Context: an optimization exercise on an open-source flow, tuned for small area, a short achievable clock period and few clock cycles. The choices shown serve that exercise and are no tape-out recipe. RTL that was checked went through simulation tests only; none was proved equivalent to the original. The RTL of run 2 was laid out without a check of its function. Power is estimated from default activity; no workload was simulated.

## flow/design.v (module list and top-level ports; edited modules follow where they fit)
// module mcv_sinc: 1281 lines
module mcv_sinc (
    input  wire        clk,
    input  wire        rst,
    input  wire        s_valid,
    output reg         s_ready,
    input  wire [1:0]  s_op,       
    input  wire [11:0] s_data,     
    output reg         o_valid,
    output reg  [15:0] o_filt,
    output reg         o_settled
);
  // ...
==> flow/run.sh <==
#!/bin/bash
# synth_recipe.tcl (not shown) runs the flow's synth.tcl, then flattens the netlist and writes it again
# the make line also repeats each setting of config.mk as NAME=value (left out here)
make -C /OpenROAD-flow-scripts/flow DESIGN_CONFIG=/design/flow/config.mk WORK_HOME=/design/flow/orfs CLKGATE_MAP_FILE= SYNTH_SCRIPT=/design/flow/synth_recipe.tcl finish
==> flow/config.mk <==
export PLATFORM = sky130hd
export DESIGN_NAME = mcv_sinc
export DESIGN_NICKNAME = mcv_sinc
export VERILOG_FILES = /design/flow/design.v
export SDC_FILE = /design/flow/constraint.sdc
export NUM_CORES = 4
export LEC_CHECK = 0
export CAP_MARGIN = 20
export CORE_MARGIN = 2
export CORE_UTILIZATION = 60
export CTS_BUF_LIST = sky130_fd_sc_hd__clkbuf_16
export CTS_CLUSTER_DIAMETER = 80
export CTS_CLUSTER_SIZE = 25
export SLEW_MARGIN = 20
==> flow/constraint.sdc <==
create_clock -name core_clock -period 15.0 [get_ports {clk}]
set_input_delay 3.0000 -clock core_clock [delete_from_list [all_inputs] [get_ports {clk}]]
set_output_delay 3.0000 -clock core_clock [all_outputs]
set_load 0.01 [all_outputs]
==> results.txt, run 1 <==
GR Util met3 approximately 3.7%; Seq group ~3.9 mW; n_diodes 1; area post-placement around 55000 µm²; CP required about 12 ns; register share of the cell area 45.0%; met2 Usage GRT approximately 47%; fmax between 0.2 and 0.25 GHz; Leading cell kind multi-input combinational cells; period utilization between 30% and 40%; WHS Endpoint ring[19][11]; Most Crowded Layer GR met2; drt first pass iters 7; Starting DRT DRC Count around 3700; Multi-input gate area about 26000 µm²; CTS Sinks 1266; syn_nets about 5600; fin crit period around 4.6 ns; wire length on met1 between 50 and 60 mm; Seq cells 1266; largest family of logic cells by synthesized area compound AO/OA/AOI/OAI gates; R2R setup slack ~11 ns; initial core utilization between 60% and 70%; status no timing/DRC/antenna violations; placed cell count roughly 6000; # rows around 110; CP endpoint s_ready; Static Leakage 22.6 nW; Worst Path Buf+Inv 1; n_taps 1165; post-synthesis xor/xnor area fraction under 10%; pwr/cell area 125 nW/µm²; CTS tree built; vias approximately 37000; Crit. Startpoint s_ready; Core Region 88500 µm²; CTS resizes 0; max layer used met4; highest-power group registers; Inverters roughly 320; Max-Cap Viols 0
Testbench counts, summed over its fixed seeds: cycles 12,944.
==> run 2, diff against run 1 <==
--- a/flow/design.v
+++ b/flow/design.v
@@ -196,66 +196,74 @@
     reg [5:0]  phase;      
     reg        clean;      
     reg [6:0]  cnt;        
     reg [1:0]  ord;        
     reg [3:0]  len;        
     reg [15:0] lenh;       
     reg [4:1]  tm;         
     reg        f13, f23, f3, f4;    
-    wire acc    = s_valid && s_ready && !rst;
-    wire acc_s  = acc && (s_op == OP_SAMPLE);
-    wire acc_rc = acc && (s_op == OP_RESTART || s_op == OP_CONFIG);
-    wire [5:0] phase_n = (acc && s_op != OP_NOP) ? 6'd0 : phase + 6'd1;
+    reg        a_v;
+    reg [1:0]  a_op;
+    reg [11:0] a_x;
+    always @(posedge clk) begin
+        a_v  <= s_valid && s_ready && !rst;
+        a_op <= s_op;
+        a_x  <= s_data;
+    end
+    wire acc    = a_v;
+    wire acc_s  = acc && (a_op == OP_SAMPLE);
+    wire acc_rc = acc && (a_op == OP_RESTART || a_op == OP_CONFIG);
+    wire [5:0] phase_n = (acc && a_op != OP_NOP) ? 6'd0 : phase + 6'd1;
     wire       clean_n = acc_rc ? 1'b1 : (acc_s ? 1'b0 : clean);
     always @(posedge clk) begin
         if (rst) begin
             s_ready <= 1'b1;
             phase   <= 6'd0;
             clean   <= 1'b1;
             cnt     <= 7'd0;
             ord     <= 2'd0;
             len     <= 4'd0;
             lenh    <= 16'd1;
             tm      <= 4'd0;
             f13     <= 1'b1;
             f23     <= 1'b0;
             f3      <= 1'b0;
             f4      <= 1'b0;
         end else begin
-            s_ready <= clean_n || (phase_n == 6'd0);
+            s_ready <= (s_valid && s_ready && s_op != OP_NOP) || clean_n || (phase_n == 6'd63);
             phase   <= phase_n;
             clean   <= clean_n;
             if (acc_rc)
                 cnt <= 7'd0;
             else if (acc_s && cnt != 7'd64)
                 cnt <= cnt + 7'd1;
             if (acc_rc)
                 tm <= 4'd0;
             else if (acc_s)
                 tm <= tm | ({cnt == d4 - 7'd1, cnt == d3 - 7'd1, cnt == d2 - 7'd1, cnt == d1 - 7'd1}
                             & {f4, f3 | f4, !f13 | f3, 1'b1});
-            if (acc && s_op == OP_CONFIG) begin
-                ord <= s_data[1:0];
-                len <= s_data[5:2];
-                lenh <= 16'd1 << s_data[5:2];
-                f13 <= !s_data[0];
-                f23 <= s_data[1:0] == 2'd1 || s_data[1:0] == 2'd2;
-                f3  <= s_data[1:0] == 2'd2;
-                f4  <= s_data[1:0] == 2'd3;
+            if (acc && a_op == OP_CONFIG) begin
+                ord <= a_x[1:0];
+                len <= a_x[5:2];
+                lenh <= 16'd1 << a_x[5:2];
+                f13 <= !a_x[0];
+                f23 <= a_x[1:0] == 2'd1 || a_x[1:0] == 2'd2;
+                f3  <= a_x[1:0] == 2'd2;
+                f4  <= a_x[1:0] == 2'd3;
             end
         end
     end
     wire [6:0] d1 = {3'd0, len} + 7'd1;
     wire [6:0] d2 = {d1[5:0], 1'b0};
     wire [6:0] d3 = d1 + d2;
     wire [6:0] d4 = {d1[4:0], 2'b00};
     integer i;
     always @(posedge clk) begin
-        ring[0] <= acc_s ? s_data : ring[63];
+        ring[0] <= acc_s ? a_x : ring[63];
         for (i = 1; i < 64; i = i + 1)
             ring[i] <= ring[i-1];
     end
     wire [11:0] r1 = ({12{lenh[0]}} & ring[0])
                     | ({12{lenh[1]}} & ring[1])
                     | ({12{lenh[2]}} & ring[2])
                     | ({12{lenh[3]}} & ring[3])
                     | ({12{lenh[4]}} & ring[4])
@@ -368,170 +376,194 @@
     wire cq_38 = ~a1b[12];
     wire cq_39 = ~a3[12];
     wire cq_40 = ~a1a[13];
     wire cq_41 = ~a1b[13];
     wire cq_42 = ~a3[13];
     wire cq_43 = ~a1a[14];
     wire cq_44 = ~a1b[14];
     wire cq_45 = ~a3[14];
-    wire cq_46 = t4[0] ^ a2a[0];
-    wire cq_47 = t4[0] & a2a[0];
-    wire cq_48 = t4[1] ^ a2a[1] ^ a2b[1];
-    wire cq_49 = (t4[1] & a2a[1]) | (t4[1] & a2b[1]) | (a2a[1] & a2b[1]);
-    wire cq_50 = t4[2] ^ a2a[2];
-    wire cq_51 = t4[2] & a2a[2];
-    wire cq_52 = t4[3] ^ a2a[3];
-    wire cq_53 = t4[3] & a2a[3];
-    wire cq_54 = t4[4] ^ a2a[4];
-    wire cq_55 = t4[4] & a2a[4];
-    wire cq_56 = t4[5] ^ a2a[5];
-    wire cq_57 = t4[5] & a2a[5];
-    wire cq_58 = t4[6] ^ a2a[6];
-    wire cq_59 = t4[6] & a2a[6];
-    wire cq_60 = t4[7] ^ a2a[7];
-    wire cq_61 = t4[7] & a2a[7];
-    wire cq_62 = t4[8] ^ a2a[8];
-    wire cq_63 = t4[8] & a2a[8];
-    wire cq_64 = t4[9] ^ a2a[9];
-    wire cq_65 = t4[9] & a2a[9];
-    wire cq_66 = t4[10] ^ a2a[10];
-    wire cq_67 = t4[10] & a2a[10];
-    wire cq_68 = t4[11] ^ a2a[11];
-    wire cq_69 = t4[11] & a2a[11];
-    wire cq_70 = cq_46 ^ a2b[0] ^ cq_1;
-    wire cq_71 = (cq_46 & a2b[0]) | (cq_46 & cq_1) | (a2b[0] & cq_1);
-    wire cq_72 = cq_48 ^ cq_4 ^ cq_5;
-    wire cq_73 = (cq_48 & cq_4) | (cq_48 & cq_5) | (cq_4 & cq_5);
-    wire cq_74 = cq_6 ^ 1'b1;
-    wire cq_75 = cq_6 & 1'b1;
-    wire cq_76 = cq_50 ^ a2b[2] ^ cq_7;
-    wire cq_77 = (cq_50 & a2b[2]) | (cq_50 & cq_7) | (a2b[2] & cq_7);
-    wire cq_78 = cq_8 ^ cq_9 ^ cq_49;
-    wire cq_79 = (cq_8 & cq_9) | (cq_8 & cq_49) | (cq_9 & cq_49);
-    wire cq_80 = cq_52 ^ a2b[3] ^ cq_10;
-    wire cq_81 = (cq_52 & a2b[3]) | (cq_52 & cq_10) | (a2b[3] & cq_10);
-    wire cq_82 = cq_11 ^ cq_12 ^ cq_51;
-    wire cq_83 = (cq_11 & cq_12) | (cq_11 & cq_51) | (cq_12 & cq_51);
-    wire cq_84 = cq_54 ^ a2b[4] ^ cq_13;
-    wire cq_85 = (cq_54 & a2b[4]) | (cq_54 & cq_13) | (a2b[4] & cq_13);
-    wire cq_86 = cq_14 ^ cq_15 ^ cq_53;
-    wire cq_87 = (cq_14 & cq_15) | (cq_14 & cq_53) | (cq_15 & cq_53);
-    wire cq_88 = cq_56 ^ a2b[5] ^ cq_16;
-    wire cq_89 = (cq_56 & a2b[5]) | (cq_56 & cq_16) | (a2b[5] & cq_16);
-    wire cq_90 = cq_17 ^ cq_18 ^ cq_55;
-    wire cq_91 = (cq_17 & cq_18) | (cq_17 & cq_55) | (cq_18 & cq_55);
-    wire cq_92 = cq_58 ^ a2b[6] ^ cq_19;
-    wire cq_93 = (cq_58 & a2b[6]) | (cq_58 & cq_19) | (a2b[6] & cq_19);
-    wire cq_94 = cq_20 ^ cq_21 ^ cq_57;
-    wire cq_95 = (cq_20 & cq_21) | (cq_20 & cq_57) | (cq_21 & cq_57);
-    wire cq_96 = cq_60 ^ a2b[7] ^ cq_22;
-    wire cq_97 = (cq_60 & a2b[7]) | (cq_60 & cq_22) | (a2b[7] & cq_22);
-    wire cq_98 = cq_23 ^ cq_24 ^ cq_59;
-    wire cq_99 = (cq_23 & cq_24) | (cq_23 & cq_59) | (cq_24 & cq_59);
-    wire cq_100 = cq_62 ^ a2b[8] ^ cq_25;
-    wire cq_101 = (cq_62 & a2b[8]) | (cq_62 & cq_25) | (a2b[8] & cq_25);
-    wire cq_102 = cq_26 ^ cq_27 ^ cq_61;
-    wire cq_103 = (cq_26 & cq_27) | (cq_26 & cq_61) | (cq_27 & cq_61);
-    wire cq_104 = cq_64 ^ a2b[9] ^ cq_28;
-    wire cq_105 = (cq_64 & a2b[9]) | (cq_64 & cq_28) | (a2b[9] & cq_28);
-    wire cq_106 = cq_29 ^ cq_30 ^ cq_63;
-    wire cq_107 = (cq_29 & cq_30) | (cq_29 & cq_63) | (cq_30 & cq_63);
-    wire cq_108 = cq_66 ^ a2b[10] ^ cq_31;
-    wire cq_109 = (cq_66 & a2b[10]) | (cq_66 & cq_31) | (a2b[10] & cq_31);
-    wire cq_110 = cq_32 ^ cq_33 ^ cq_65;
-    wire cq_111 = (cq_32 & cq_33) | (cq_32 & cq_65) | (cq_33 & cq_65);
-    wire cq_112 = cq_68 ^ a2b[11] ^ cq_34;
-    wire cq_113 = (cq_68 & a2b[11]) | (cq_68 & cq_34) | (a2b[11] & cq_34);
-    wire cq_114 = cq_35 ^ cq_36 ^ cq_67;
-    wire cq_115 = (cq_35 & cq_36) | (cq_35 & cq_67) | (cq_36 & cq_67);
-    wire cq_116 = a2a[12] ^ a2b[12] ^ cq_37;
-    wire cq_117 = (a2a[12] & a2b[12]) | (a2a[12] & cq_37) | (a2b[12] & cq_37);
-    wire cq_118 = cq_38 ^ cq_39 ^ cq_69;
-    wire cq_119 = (cq_38 & cq_39) | (cq_38 & cq_69) | (cq_39 & cq_69);
-    wire cq_120 = a2a[13] ^ a2b[13] ^ cq_40;
-    wire cq_121 = (a2a[13] & a2b[13]) | (a2a[13] & cq_40) | (a2b[13] & cq_40);
-    wire cq_122 = cq_41 ^ cq_42;
-    wire cq_123 = cq_41 & cq_42;
-    wire cq_124 = a2a[14] ^ a2b[14] ^ cq_43;
-    wire cq_125 = (a2a[14] & a2b[14]) | (a2a[14] & cq_43) | (a2b[14] & cq_43);
-    wire cq_126 = cq_44 ^ cq_45;
-    wire cq_127 = cq_44 & cq_45;
-    wire cq_128 = cq_70 ^ cq_2;
-    wire cq_129 = cq_70 & cq_2;
-    wire cq_130 = cq_72 ^ cq_74 ^ cq_47;
-    wire cq_131 = (cq_72 & cq_74) | (cq_72 & cq_47) | (cq_74 & cq_47);
-    wire cq_132 = cq_76 ^ cq_78 ^ cq_73;
-    wire cq_133 = (cq_76 & cq_78) | (cq_76 & cq_73) | (cq_78 & cq_73);
-    wire cq_134 = cq_80 ^ cq_82 ^ cq_77;
-    wire cq_135 = (cq_80 & cq_82) | (cq_80 & cq_77) | (cq_82 & cq_77);
-    wire cq_136 = cq_84 ^ cq_86 ^ cq_81;
-    wire cq_137 = (cq_84 & cq_86) | (cq_84 & cq_81) | (cq_86 & cq_81);
-    wire cq_138 = cq_88 ^ cq_90 ^ cq_85;
-    wire cq_139 = (cq_88 & cq_90) | (cq_88 & cq_85) | (cq_90 & cq_85);
-    wire cq_140 = cq_92 ^ cq_94 ^ cq_89;
-    wire cq_141 = (cq_92 & cq_94) | (cq_92 & cq_89) | (cq_94 & cq_89);
-    wire cq_142 = cq_96 ^ cq_98 ^ cq_93;
-    wire cq_143 = (cq_96 & cq_98) | (cq_96 & cq_93) | (cq_98 & cq_93);
-    wire cq_144 = cq_100 ^ cq_102 ^ cq_97;
-    wire cq_145 = (cq_100 & cq_102) | (cq_100 & cq_97) | (cq_102 & cq_97);
-    wire cq_146 = cq_104 ^ cq_106 ^ cq_101;
-    wire cq_147 = (cq_104 & cq_106) | (cq_104 & cq_101) | (cq_106 & cq_101);
-    wire cq_148 = cq_108 ^ cq_110 ^ cq_105;
-    wire cq_149 = (cq_108 & cq_110) | (cq_108 & cq_105) | (cq_110 & cq_105);
-    wire cq_150 = cq_112 ^ cq_114 ^ cq_109;
-    wire cq_151 = (cq_112 & cq_114) | (cq_112 & cq_109) | (cq_114 & cq_109);
-    wire cq_152 = cq_116 ^ cq_118 ^ cq_113;
-    wire cq_153 = (cq_116 & cq_118) | (cq_116 & cq_113) | (cq_118 & cq_113);
-    wire cq_154 = cq_120 ^ cq_122 ^ cq_117;
-    wire cq_155 = (cq_120 & cq_122) | (cq_120 & cq_117) | (cq_122 & cq_117);
-    wire cq_156 = cq_124 ^ cq_126 ^ cq_121;
-    wire cq_157 = (cq_124 & cq_126) | (cq_124 & cq_121) | (cq_126 & cq_121);
-    wire cq_158 = 1'b1 ^ cq_125;
-    wire cq_159 = 1'b1 & cq_125;
-    wire cq_160 = cq_128 ^ cq_3;
-    wire cq_161 = cq_128 & cq_3;
-    wire cq_162 = cq_130 ^ cq_71 ^ cq_129;
-    wire cq_163 = (cq_130 & cq_71) | (cq_130 & cq_129) | (cq_71 & cq_129);
-    wire cq_164 = cq_132 ^ cq_75 ^ cq_131;
-    wire cq_165 = (cq_132 & cq_75) | (cq_132 & cq_131) | (cq_75 & cq_131);
-    wire cq_166 = cq_134 ^ cq_79 ^ cq_133;
-    wire cq_167 = (cq_134 & cq_79) | (cq_134 & cq_133) | (cq_79 & cq_133);
-    wire cq_168 = cq_136 ^ cq_83 ^ cq_135;
-    wire cq_169 = (cq_136 & cq_83) | (cq_136 & cq_135) | (cq_83 & cq_135);
-    wire cq_170 = cq_138 ^ cq_87 ^ cq_137;
-    wire cq_171 = (cq_138 & cq_87) | (cq_138 & cq_137) | (cq_87 & cq_137);
-    wire cq_172 = cq_140 ^ cq_91 ^ cq_139;
-    wire cq_173 = (cq_140 & cq_91) | (cq_140 & cq_139) | (cq_91 & cq_139);
-    wire cq_174 = cq_142 ^ cq_95 ^ cq_141;
-    wire cq_175 = (cq_142 & cq_95) | (cq_142 & cq_141) | (cq_95 & cq_141);
-    wire cq_176 = cq_144 ^ cq_99 ^ cq_143;
-    wire cq_177 = (cq_144 & cq_99) | (cq_144 & cq_143) | (cq_99 & cq_143);
-    wire cq_178 = cq_146 ^ cq_103 ^ cq_145;
-    wire cq_179 = (cq_146 & cq_103) | (cq_146 & cq_145) | (cq_103 & cq_145);
-    wire cq_180 = cq_148 ^ cq_107 ^ cq_147;
-    wire cq_181 = (cq_148 & cq_107) | (cq_148 & cq_147) | (cq_107 & cq_147);
-    wire cq_182 = cq_150 ^ cq_111 ^ cq_149;
-    wire cq_183 = (cq_150 & cq_111) | (cq_150 & cq_149) | (cq_111 & cq_149);
-    wire cq_184 = cq_152 ^ cq_115 ^ cq_151;
-    wire cq_185 = (cq_152 & cq_115) | (cq_152 & cq_151) | (cq_115 & cq_151);
-    wire cq_186 = cq_154 ^ cq_119 ^ cq_153;
-    wire cq_187 = (cq_154 & cq_119) | (cq_154 & cq_153) | (cq_119 & cq_153);
-    wire cq_188 = cq_156 ^ cq_123 ^ cq_155;
-    wire cq_189 = (cq_156 & cq_123) | (cq_156 & cq_155) | (cq_123 & cq_155);
-    wire cq_190 = cq_158 ^ cq_127 ^ cq_157;
-    wire cq_191 = (cq_158 & cq_127) | (cq_158 & cq_157) | (cq_127 & cq_157);
-    wire [18:0] cq_r0 = {1'b1, 1'b1, cq_159, cq_190, cq_188, cq_186, cq_184, cq_182, cq_180, cq_178, cq_176, cq_174, cq_172, cq_170, cq_168, cq_166, cq_164, cq_162, cq_160};
-    wire [18:0] cq_r1 = {1'b0, 1'b0, cq_191, cq_189, cq_187, cq_185, cq_183, cq_181, cq_179, cq_177, cq_175, cq_173, cq_171, cq_169, cq_167, cq_165, cq_163, cq_161, 1'b1};
+    wire cq_46 = a_x[0] ^ t4[0] ^ a2a[0];
+    wire cq_47 = (a_x[0] & t4[0]) | (a_x[0] & a2a[0]) | (t4[0] & a2a[0]);
+    wire cq_48 = a_x[1] ^ t4[1] ^ a2a[1];
+    wire cq_49 = (a_x[1] & t4[1]) | (a_x[1] & a2a[1]) | (t4[1] & a2a[1]);
+    wire cq_50 = a2b[1] ^ cq_4;
+    wire cq_51 = a2b[1] & cq_4;
+    wire cq_52 = a_x[2] ^ t4[2] ^ a2a[2];
+    wire cq_53 = (a_x[2] & t4[2]) | (a_x[2] & a2a[2]) | (t4[2] & a2a[2]);
+    wire cq_54 = a2b[2] ^ cq_7;
+    wire cq_55 = a2b[2] & cq_7;
+    wire cq_56 = a_x[3] ^ t4[3] ^ a2a[3];
+    wire cq_57 = (a_x[3] & t4[3]) | (a_x[3] & a2a[3]) | (t4[3] & a2a[3]);
+    wire cq_58 = a2b[3] ^ cq_10;
+    wire cq_59 = a2b[3] & cq_10;
+    wire cq_60 = a_x[4] ^ t4[4] ^ a2a[4];
+    wire cq_61 = (a_x[4] & t4[4]) | (a_x[4] & a2a[4]) | (t4[4] & a2a[4]);
+    wire cq_62 = a2b[4] ^ cq_13;
+    wire cq_63 = a2b[4] & cq_13;
+    wire cq_64 = a_x[5] ^ t4[5] ^ a2a[5];
+    wire cq_65 = (a_x[5] & t4[5]) | (a_x[5] & a2a[5]) | (t4[5] & a2a[5]);
+    wire cq_66 = a2b[5] ^ cq_16;
+    wire cq_67 = a2b[5] & cq_16;
+    wire cq_68 = a_x[6] ^ t4[6] ^ a2a[6];
+    wire cq_69 = (a_x[6] & t4[6]) | (a_x[6] & a2a[6]) | (t4[6] & a2a[6]);
+    wire cq_70 = a2b[6] ^ cq_19;
+    wire cq_71 = a2b[6] & cq_19;
+    wire cq_72 = a_x[7] ^ t4[7] ^ a2a[7];
+    wire cq_73 = (a_x[7] & t4[7]) | (a_x[7] & a2a[7]) | (t4[7] & a2a[7]);
+    wire cq_74 = a2b[7] ^ cq_22;
+    wire cq_75 = a2b[7] & cq_22;
+    wire cq_76 = a_x[8] ^ t4[8] ^ a2a[8];
+    wire cq_77 = (a_x[8] & t4[8]) | (a_x[8] & a2a[8]) | (t4[8] & a2a[8]);
+    wire cq_78 = a2b[8] ^ cq_25;
+    wire cq_79 = a2b[8] & cq_25;
+    wire cq_80 = a_x[9] ^ t4[9] ^ a2a[9];
+    wire cq_81 = (a_x[9] & t4[9]) | (a_x[9] & a2a[9]) | (t4[9] & a2a[9]);
+    wire cq_82 = a2b[9] ^ cq_28;
+    wire cq_83 = a2b[9] & cq_28;
+    wire cq_84 = a_x[10] ^ t4[10] ^ a2a[10];
+    wire cq_85 = (a_x[10] & t4[10]) | (a_x[10] & a2a[10]) | (t4[10] & a2a[10]);
+    wire cq_86 = a2b[10] ^ cq_31;
+    wire cq_87 = a2b[10] & cq_31;
+    wire cq_88 = a_x[11] ^ t4[11] ^ a2a[11];
+    wire cq_89 = (a_x[11] & t4[11]) | (a_x[11] & a2a[11]) | (t4[11] & a2a[11]);
+    wire cq_90 = a2b[11] ^ cq_34;
+    wire cq_91 = a2b[11] & cq_34;
+    wire cq_92 = a2a[12] ^ a2b[12];
+    wire cq_93 = a2a[12] & a2b[12];
+    wire cq_94 = cq_46 ^ a2b[0] ^ cq_1;
+    wire cq_95 = (cq_46 & a2b[0]) | (cq_46 & cq_1) | (a2b[0] & cq_1);
+    wire cq_96 = cq_48 ^ cq_50 ^ cq_5;
+    wire cq_97 = (cq_48 & cq_50) | (cq_48 & cq_5) | (cq_50 & cq_5);
+    wire cq_98 = cq_6 ^ 1'b1;
+    wire cq_99 = cq_6 & 1'b1;
+    wire cq_100 = cq_52 ^ cq_54 ^ cq_8;
+    wire cq_101 = (cq_52 & cq_54) | (cq_52 & cq_8) | (cq_54 & cq_8);
+    wire cq_102 = cq_9 ^ cq_49 ^ cq_51;
+    wire cq_103 = (cq_9 & cq_49) | (cq_9 & cq_51) | (cq_49 & cq_51);
+    wire cq_104 = cq_56 ^ cq_58 ^ cq_11;
+    wire cq_105 = (cq_56 & cq_58) | (cq_56 & cq_11) | (cq_58 & cq_11);
+    wire cq_106 = cq_12 ^ cq_53 ^ cq_55;
+    wire cq_107 = (cq_12 & cq_53) | (cq_12 & cq_55) | (cq_53 & cq_55);
+    wire cq_108 = cq_60 ^ cq_62 ^ cq_14;
+    wire cq_109 = (cq_60 & cq_62) | (cq_60 & cq_14) | (cq_62 & cq_14);
+    wire cq_110 = cq_15 ^ cq_57 ^ cq_59;
+    wire cq_111 = (cq_15 & cq_57) | (cq_15 & cq_59) | (cq_57 & cq_59);
+    wire cq_112 = cq_64 ^ cq_66 ^ cq_17;
+    wire cq_113 = (cq_64 & cq_66) | (cq_64 & cq_17) | (cq_66 & cq_17);
+    wire cq_114 = cq_18 ^ cq_61 ^ cq_63;
+    wire cq_115 = (cq_18 & cq_61) | (cq_18 & cq_63) | (cq_61 & cq_63);
+    wire cq_116 = cq_68 ^ cq_70 ^ cq_20;
+    wire cq_117 = (cq_68 & cq_70) | (cq_68 & cq_20) | (cq_70 & cq_20);
+    wire cq_118 = cq_21 ^ cq_65 ^ cq_67;
+    wire cq_119 = (cq_21 & cq_65) | (cq_21 & cq_67) | (cq_65 & cq_67);
+    wire cq_120 = cq_72 ^ cq_74 ^ cq_23;
+    wire cq_121 = (cq_72 & cq_74) | (cq_72 & cq_23) | (cq_74 & cq_23);
+    wire cq_122 = cq_24 ^ cq_69 ^ cq_71;
+    wire cq_123 = (cq_24 & cq_69) | (cq_24 & cq_71) | (cq_69 & cq_71);
+    wire cq_124 = cq_76 ^ cq_78 ^ cq_26;
+    wire cq_125 = (cq_76 & cq_78) | (cq_76 & cq_26) | (cq_78 & cq_26);
+    wire cq_126 = cq_27 ^ cq_73 ^ cq_75;
+    wire cq_127 = (cq_27 & cq_73) | (cq_27 & cq_75) | (cq_73 & cq_75);
+    wire cq_128 = cq_80 ^ cq_82 ^ cq_29;
+    wire cq_129 = (cq_80 & cq_82) | (cq_80 & cq_29) | (cq_82 & cq_29);
+    wire cq_130 = cq_30 ^ cq_77 ^ cq_79;
+    wire cq_131 = (cq_30 & cq_77) | (cq_30 & cq_79) | (cq_77 & cq_79);
+    wire cq_132 = cq_84 ^ cq_86 ^ cq_32;
+    wire cq_133 = (cq_84 & cq_86) | (cq_84 & cq_32) | (cq_86 & cq_32);
+    wire cq_134 = cq_33 ^ cq_81 ^ cq_83;
+    wire cq_135 = (cq_33 & cq_81) | (cq_33 & cq_83) | (cq_81 & cq_83);
+    wire cq_136 = cq_88 ^ cq_90 ^ cq_35;
+    wire cq_137 = (cq_88 & cq_90) | (cq_88 & cq_35) | (cq_90 & cq_35);
+    wire cq_138 = cq_36 ^ cq_85 ^ cq_87;
+    wire cq_139 = (cq_36 & cq_85) | (cq_36 & cq_87) | (cq_85 & cq_87);
+    wire cq_140 = cq_92 ^ cq_37 ^ cq_38;
+    wire cq_141 = (cq_92 & cq_37) | (cq_92 & cq_38) | (cq_37 & cq_38);
+    wire cq_142 = cq_39 ^ cq_89 ^ cq_91;
+    wire cq_143 = (cq_39 & cq_89) | (cq_39 & cq_91) | (cq_89 & cq_91);
+    wire cq_144 = a2a[13] ^ a2b[13] ^ cq_40;
+    wire cq_145 = (a2a[13] & a2b[13]) | (a2a[13] & cq_40) | (a2b[13] & cq_40);
+    wire cq_146 = cq_41 ^ cq_42 ^ cq_93;
+    wire cq_147 = (cq_41 & cq_42) | (cq_41 & cq_93) | (cq_42 & cq_93);
+    wire cq_148 = a2a[14] ^ a2b[14] ^ cq_43;
+    wire cq_149 = (a2a[14] & a2b[14]) | (a2a[14] & cq_43) | (a2b[14] & cq_43);
+    wire cq_150 = cq_44 ^ cq_45;
+    wire cq_151 = cq_44 & cq_45;
+    wire cq_152 = cq_94 ^ cq_2;
+    wire cq_153 = cq_94 & cq_2;
+    wire cq_154 = cq_96 ^ cq_98 ^ cq_47;
+    wire cq_155 = (cq_96 & cq_98) | (cq_96 & cq_47) | (cq_98 & cq_47);
+    wire cq_156 = cq_100 ^ cq_102 ^ cq_97;
+    wire cq_157 = (cq_100 & cq_102) | (cq_100 & cq_97) | (cq_102 & cq_97);
+    wire cq_158 = cq_104 ^ cq_106 ^ cq_101;
+    wire cq_159 = (cq_104 & cq_106) | (cq_104 & cq_101) | (cq_106 & cq_101);
+    wire cq_160 = cq_108 ^ cq_110 ^ cq_105;
+    wire cq_161 = (cq_108 & cq_110) | (cq_108 & cq_105) | (cq_110 & cq_105);
+    wire cq_162 = cq_112 ^ cq_114 ^ cq_109;
+    wire cq_163 = (cq_112 & cq_114) | (cq_112 & cq_109) | (cq_114 & cq_109);
+    wire cq_164 = cq_116 ^ cq_118 ^ cq_113;
+    wire cq_165 = (cq_116 & cq_118) | (cq_116 & cq_113) | (cq_118 & cq_113);
+    wire cq_166 = cq_120 ^ cq_122 ^ cq_117;
+    wire cq_167 = (cq_120 & cq_122) | (cq_120 & cq_117) | (cq_122 & cq_117);
+    wire cq_168 = cq_124 ^ cq_126 ^ cq_121;
+    wire cq_169 = (cq_124 & cq_126) | (cq_124 & cq_121) | (cq_126 & cq_121);
+    wire cq_170 = cq_128 ^ cq_130 ^ cq_125;
+    wire cq_171 = (cq_128 & cq_130) | (cq_128 & cq_125) | (cq_130 & cq_125);
+    wire cq_172 = cq_132 ^ cq_134 ^ cq_129;
+    wire cq_173 = (cq_132 & cq_134) | (cq_132 & cq_129) | (cq_134 & cq_129);
+    wire cq_174 = cq_136 ^ cq_138 ^ cq_133;
+    wire cq_175 = (cq_136 & cq_138) | (cq_136 & cq_133) | (cq_138 & cq_133);
+    wire cq_176 = cq_140 ^ cq_142 ^ cq_137;
+    wire cq_177 = (cq_140 & cq_142) | (cq_140 & cq_137) | (cq_142 & cq_137);
+    wire cq_178 = cq_144 ^ cq_146 ^ cq_141;
+    wire cq_179 = (cq_144 & cq_146) | (cq_144 & cq_141) | (cq_146 & cq_141);
+    wire cq_180 = cq_148 ^ cq_150 ^ cq_145;
+    wire cq_181 = (cq_148 & cq_150) | (cq_148 & cq_145) | (cq_150 & cq_145);
+    wire cq_182 = 1'b1 ^ cq_149;
+    wire cq_183 = 1'b1 & cq_149;
+    wire cq_184 = cq_152 ^ cq_3;
+    wire cq_185 = cq_152 & cq_3;
+    wire cq_186 = cq_154 ^ cq_95 ^ cq_153;
+    wire cq_187 = (cq_154 & cq_95) | (cq_154 & cq_153) | (cq_95 & cq_153);
+    wire cq_188 = cq_156 ^ cq_99 ^ cq_155;
+    wire cq_189 = (cq_156 & cq_99) | (cq_156 & cq_155) | (cq_99 & cq_155);
+    wire cq_190 = cq_158 ^ cq_103 ^ cq_157;
+    wire cq_191 = (cq_158 & cq_103) | (cq_158 & cq_157) | (cq_103 & cq_157);
+    wire cq_192 = cq_160 ^ cq_107 ^ cq_159;
+    wire cq_193 = (cq_160 & cq_107) | (cq_160 & cq_159) | (cq_107 & cq_159);
+    wire cq_194 = cq_162 ^ cq_111 ^ cq_161;
+    wire cq_195 = (cq_162 & cq_111) | (cq_162 & cq_161) | (cq_111 & cq_161);
+    wire cq_196 = cq_164 ^ cq_115 ^ cq_163;
+    wire cq_197 = (cq_164 & cq_115) | (cq_164 & cq_163) | (cq_115 & cq_163);
+    wire cq_198 = cq_166 ^ cq_119 ^ cq_165;
+    wire cq_199 = (cq_166 & cq_119) | (cq_166 & cq_165) | (cq_119 & cq_165);
+    wire cq_200 = cq_168 ^ cq_123 ^ cq_167;
+    wire cq_201 = (cq_168 & cq_123) | (cq_168 & cq_167) | (cq_123 & cq_167);
+    wire cq_202 = cq_170 ^ cq_127 ^ cq_169;
+    wire cq_203 = (cq_170 & cq_127) | (cq_170 & cq_169) | (cq_127 & cq_169);
+    wire cq_204 = cq_172 ^ cq_131 ^ cq_171;
+    wire cq_205 = (cq_172 & cq_131) | (cq_172 & cq_171) | (cq_131 & cq_171);
+    wire cq_206 = cq_174 ^ cq_135 ^ cq_173;
+    wire cq_207 = (cq_174 & cq_135) | (cq_174 & cq_173) | (cq_135 & cq_173);
+    wire cq_208 = cq_176 ^ cq_139 ^ cq_175;
+    wire cq_209 = (cq_176 & cq_139) | (cq_176 & cq_175) | (cq_139 & cq_175);
+    wire cq_210 = cq_178 ^ cq_143 ^ cq_177;
+    wire cq_211 = (cq_178 & cq_143) | (cq_178 & cq_177) | (cq_143 & cq_177);
+    wire cq_212 = cq_180 ^ cq_147 ^ cq_179;
+    wire cq_213 = (cq_180 & cq_147) | (cq_180 & cq_179) | (cq_147 & cq_179);
+    wire cq_214 = cq_182 ^ cq_151 ^ cq_181;
+    wire cq_215 = (cq_182 & cq_151) | (cq_182 & cq_181) | (cq_151 & cq_181);
+    wire [18:0] cq_r0 = {1'b1, 1'b1, cq_183, cq_214, cq_212, cq_210, cq_208, cq_206, cq_204, cq_202, cq_200, cq_198, cq_196, cq_194, cq_192, cq_190, cq_188, cq_186, cq_184};
+    wire [18:0] cq_r1 = {1'b0, 1'b0, cq_215, cq_213, cq_211, cq_209, cq_207, cq_205, cq_203, cq_201, cq_199, cq_197, cq_195, cq_193, cq_191, cq_189, cq_187, cq_185, 1'b1};
     reg        s1_v, s1_first, s1_set;
     reg [1:0]  s1_k;
     reg [3:0]  s1_d;
     reg [18:0] s1_r0, s1_r1;    
     always @(posedge clk) begin
-        s1_v     <= acc_s;
+        s1_v     <= acc_s && !rst;
         s1_first <= (cnt == 7'd0);
         s1_set   <= ({1'b0, cnt} + 8'd1 >= {1'b0, kd});
         s1_k     <= ord;
         s1_d     <= len;
         s1_r0    <= cq_r0;
         s1_r1    <= cq_r1;
     end
     reg [18:0] int1;
@@ -539,17 +571,17 @@
     reg [24:0] int3;
     reg [27:0] int4;
     reg        s2_v, s2_first, s2_set;  reg [1:0] s2_k; reg [3:0] s2_d;
     reg        s3_v, s3_first, s3_set;  reg [1:0] s3_k; reg [3:0] s3_d;
     reg        s4_v, s4_first, s4_set;  reg [1:0] s4_k; reg [3:0] s4_d;
     reg        s5_v, s5_set;            reg [1:0] s5_k; reg [3:0] s5_d; reg [4:0] s5_sh;
     always @(posedge clk) begin
         if (s1_v)
-            int1 <= ((s1_first || s1_k != 2'd3) ? 19'd0 : int1) + s1_r0 + s1_r1 + {7'd0, ring[0]};
+            int1 <= ((s1_first || s1_k != 2'd3) ? 19'd0 : int1) + s1_r0 + s1_r1;
         s2_v <= s1_v && !rst; s2_first <= s1_first; s2_set <= s1_set; s2_k <= s1_k; s2_d <= s1_d;
         int2 <= ((s2_v && (s2_first || s2_k < 2'd2)) ? 22'd0 : int2)
               + (s2_v ? {{3{int1[18]}}, int1} : 22'd0);
         s3_v <= s2_v && !rst; s3_first <= s2_first; s3_set <= s2_set; s3_k <= s2_k; s3_d <= s2_d;
         int3 <= ((s3_v && (s3_first || s3_k == 2'd0)) ? 25'd0 : int3)
               + (s3_v ? {{3{int2[21]}}, int2} : 25'd0);
         s4_v <= s3_v && !rst; s4_first <= s3_first; s4_set <= s3_set; s4_k <= s3_k; s4_d <= s3_d;
         int4 <= ((s4_v && s4_first) ? 28'd0 : int4)
==> run 2 against run 1 <==
- cell count fell by 0.70%
- sequential share of layout area rose by 0.75 points
- setup slack got worse by 0.020 ns
- via count fell by 0.88%
- power fell by 2.4%
- highest routed layer unchanged
==> results.txt, run 2 <==
CP max stage delay between 0.5 and 0.6 ns; later-pin clock latency in the skew report around 0.73 ns; switching power approximately 1.9 mW; area post-placement 54700 µm² (about the same); Core Region 88500 µm² (unchanged); Die X-Extent approximately 300 µm; most common cell after layout, fill and taps aside dfxtp_1; R2R depth 10; worst-margin pin slew approximately 1.1 ns; Post-CTS Setup Inserts 0; root buffer cell clkbuf_16; period utilization 30.7% (+0.13 points); Synth Area per Inst around 11 µm²; largest area contributor in the netlist dfxtp_1; Avg WL per Cell about 21 µm; r2r startpoint lenh[13]; CTS resizes 0 (unchanged); Worst slew margin between 20 and 30%; vias 36367 (-0.88%); largest net degree at the start of global routing between 70 and 80; register area share after synthesis between 40 and 50%; vias in the first global route roughly 36000; chip height about 300 µm; Die ar. ~92000 µm²; drt drc 0; CP top delay family buffers and inverters; Yosys top cell area share between 40% and 50%; Area contributors post-synth dfxtp_1, fa_1, a22oi_1; Post-synth EDFFs 19; CP required 12.00 ns (about the same); Hold Crit Class register to register; Crit. Startpoint s_ready; Main synth FF type dfxtp_1; crit path DAT around 1.6 ns; Static Leakage 22.5 nW (-0.67%); GRT Total Usage between 20% and 30%; Post-Route Skew 0.0515 ns; # rows 109 (unchanged); most frequent cell after synthesis dfxtp_1; n_diodes 0 (-1); fin. max-slew vios 0; syn_nets 5575 (-0.52%); Hold Buf Count CTS 0; CP Capture Type primary output; Worst Path Buf+Inv 1 (unchanged); grt ovf 0; Routed Antenna Nets 0; DR vias/cell roughly 6.0; CP endpoint s_ready; Finished Cell Area about 57000 µm²; # port buffers 35; unrepaired setup endpoints after global routing false; max reg flops 768; most frequent cells in the layout dfxtp_1, a22oi_1, inv_1; Final Hold Violating Endpoints 0; Async SR Flop Fraction 0%; Clock transition at path regs about 0.09 ns; cts bufs inserted approximately 60; initial core utilization 60.7% (about the same); final setup fails 0; htree depth 2; Regs by FF count ring x768, int4 x28, int3 x25; most flop-heavy register ring; CTS Sinks 1281 (+1.2%); FILL cells 7293; Worst VDD drop 0.000132 V; crit path kind register to primary output; Sw Ratio between 20 and 30%; Cells after Synth slightly above 5000; Max-Cap Viols 0 (unchanged); slowest CP cell clkdlybuf4s50_1; sequential share of power between 50% and 60%; R2R setup slack 10.68 ns (about the same); Starting DRT DRC Count 3326 (-9.3%); CTS tree built; DRT Wirelength between 100 and 150 mm; largest fanout on the critical path 2; clock power share roughly 27%; CP Depth 1; fin util 63.9%; fin crit period 4.61 ns (+0.0201 ns); Int Pwr 5.00 mW; CP startpoint kind register; pwr/cell area 122 nW/µm² (-2.0%); DP HPWL between 80 and 90 mm; Placer Congestion 0.896; reg2reg end s1_r0[8]; Layout Nets between 5000 and 6000; critical-path cell list clkdlybuf4s50_1; mapped cell area 53700 µm²; status no timing/DRC/antenna violations; share of cells above drive strength 1 3.52%; most frequent cells after synthesis dfxtp_1, a22oi_1, inv_1; setup TNS 0 ns; Comb pwr share between 10% and 20%; Yosys cell types roughly 80; drt first pass iters 6 (-1); Yosys reg bits between 1000 and 1500; area delta synth->final 5.23%; deepest clock path buffer count 3; Ports 36; first-pass GRT wire length between 200 and 250 mm; antenna violations before repair 0; Yosys warnings 2; fmax 0.217 GHz (-0.44%); worst hold stages 0
## run 2: metal layers
metal  global-route usage (%)  vias up  routed length (µm)
li1                         -    17270                   -
met1                     38.3    17542               55600
met2                     46.3     1289               60000
met3                     2.90      266                7370
met4                     9.82        0                4510
met5                        0        -                   0
## run 2: area by class of cell
type / count / area [µm²] / share of cell area, %
flip-flops and latches: 1281 / 25900 / 45.7
multi-input cells: 3168 / 25500 / 45.1
clock buffers: 61 / 1530 / 2.70
well taps: 1165 / 1460 / 2.58
inverters: 331 / 1240 / 2.20
repair buffers: 75 / 651 / 1.15
clock inverters: 23 / 302 / 0.533
## run 2: cells by family (layout without fill, tap and decap cells)
kind of cell	count (synthesis)	in the layout	synth area share, %
AND/OR/NAND/NOR	964	964	8.73
AO/OA/AOI/OAI	1273	1273	16.5
multiplexers	67	67	1.38
flip-flops	1281	1281	48.1
adder cells (fa/ha/maj)	472	472	14.4
other	1	1	0.00698
XOR/XNOR	391	391	6.38
buffers and inverters	637	490	4.46
## run 2: worst min path at each step
stage	startpoint	end	slack, ns
after detailed placement	ring[42][11]	ring[43][11]	0.31
final	ring[18][10]	ring[19][10]	0.30
after global placement	ring[56][2]	ring[57][2]	0.31
after CTS	ring[18][10]	ring[19][10]	0.30
after global routing	ring[57][7]	ring[58][7]	0.32
after floorplan	s8_set	o_settled	0.31
## run 2: power by group through the flow
stage | registers, mW | clock network, mW | logic, mW
3_3_place_gp | 3.96 | 0 | 1.16
4_1_cts | 3.88 | 1.92 | 1.19
2_1_floorplan | 3.86 | 0 | 0.874
3_5_place_dp | 3.96 | 0 | 1.18
5_1_grt | 3.92 | 2.03 | 1.34
6_report | 3.88 | 1.87 | 1.17
## run 2: stage by stage
step / setup WS (ns) / power [mW] / hold slack [ns] / std cells
3_5_place_dp: 10.19 / 5.14 / 0.312 / 6020
4_1_cts: 10.35 / 6.99 / 0.300 / 6104
2_1_floorplan: 11.09 / 4.73 / 0.310 / 5086
6_report: 10.39 / 6.92 / 0.303 / 6104
3_3_place_gp: 10.14 / 5.12 / 0.310 / 6020
5_1_grt: 10.34 / 7.29 / 0.316 / 6104

what the ideal ports hide:
In the flow no input, the clock included, has a driving cell. The finished layouts below were timed again as built, in two steps.
Step 1 assumes that a clkbuf_16 drives the clock port and a buf_2 every other input.
Step 2 also shifts input and output timing later by t, the mid clock arrival at the registers, as if the neighbouring blocks saw the same clock.
a / b / c = ideal ports / drivers / drivers and shift; a / b = the first two.
| run | shift t [ns] | slack for setup (ns) | latest minus earliest clock arrival (ns) | worst register clock-pin slew, ns |
|---|---|---|---|---|
| run 1 | 0.728 | 10.412 / 10.343 / 9.791 | 0.047 / 0.047 | 0.10 / 0.10 |
| run 2 | 0.774 | 10.392 / 10.322 / 10.179 | 0.061 / 0.061 | 0.10 / 0.10 |
After both steps setup and hold are still met in every run listed. For run 1, which loses most, drivers alone change the setup slack by -0.069 ns; drivers and shift together by -0.621 ns.
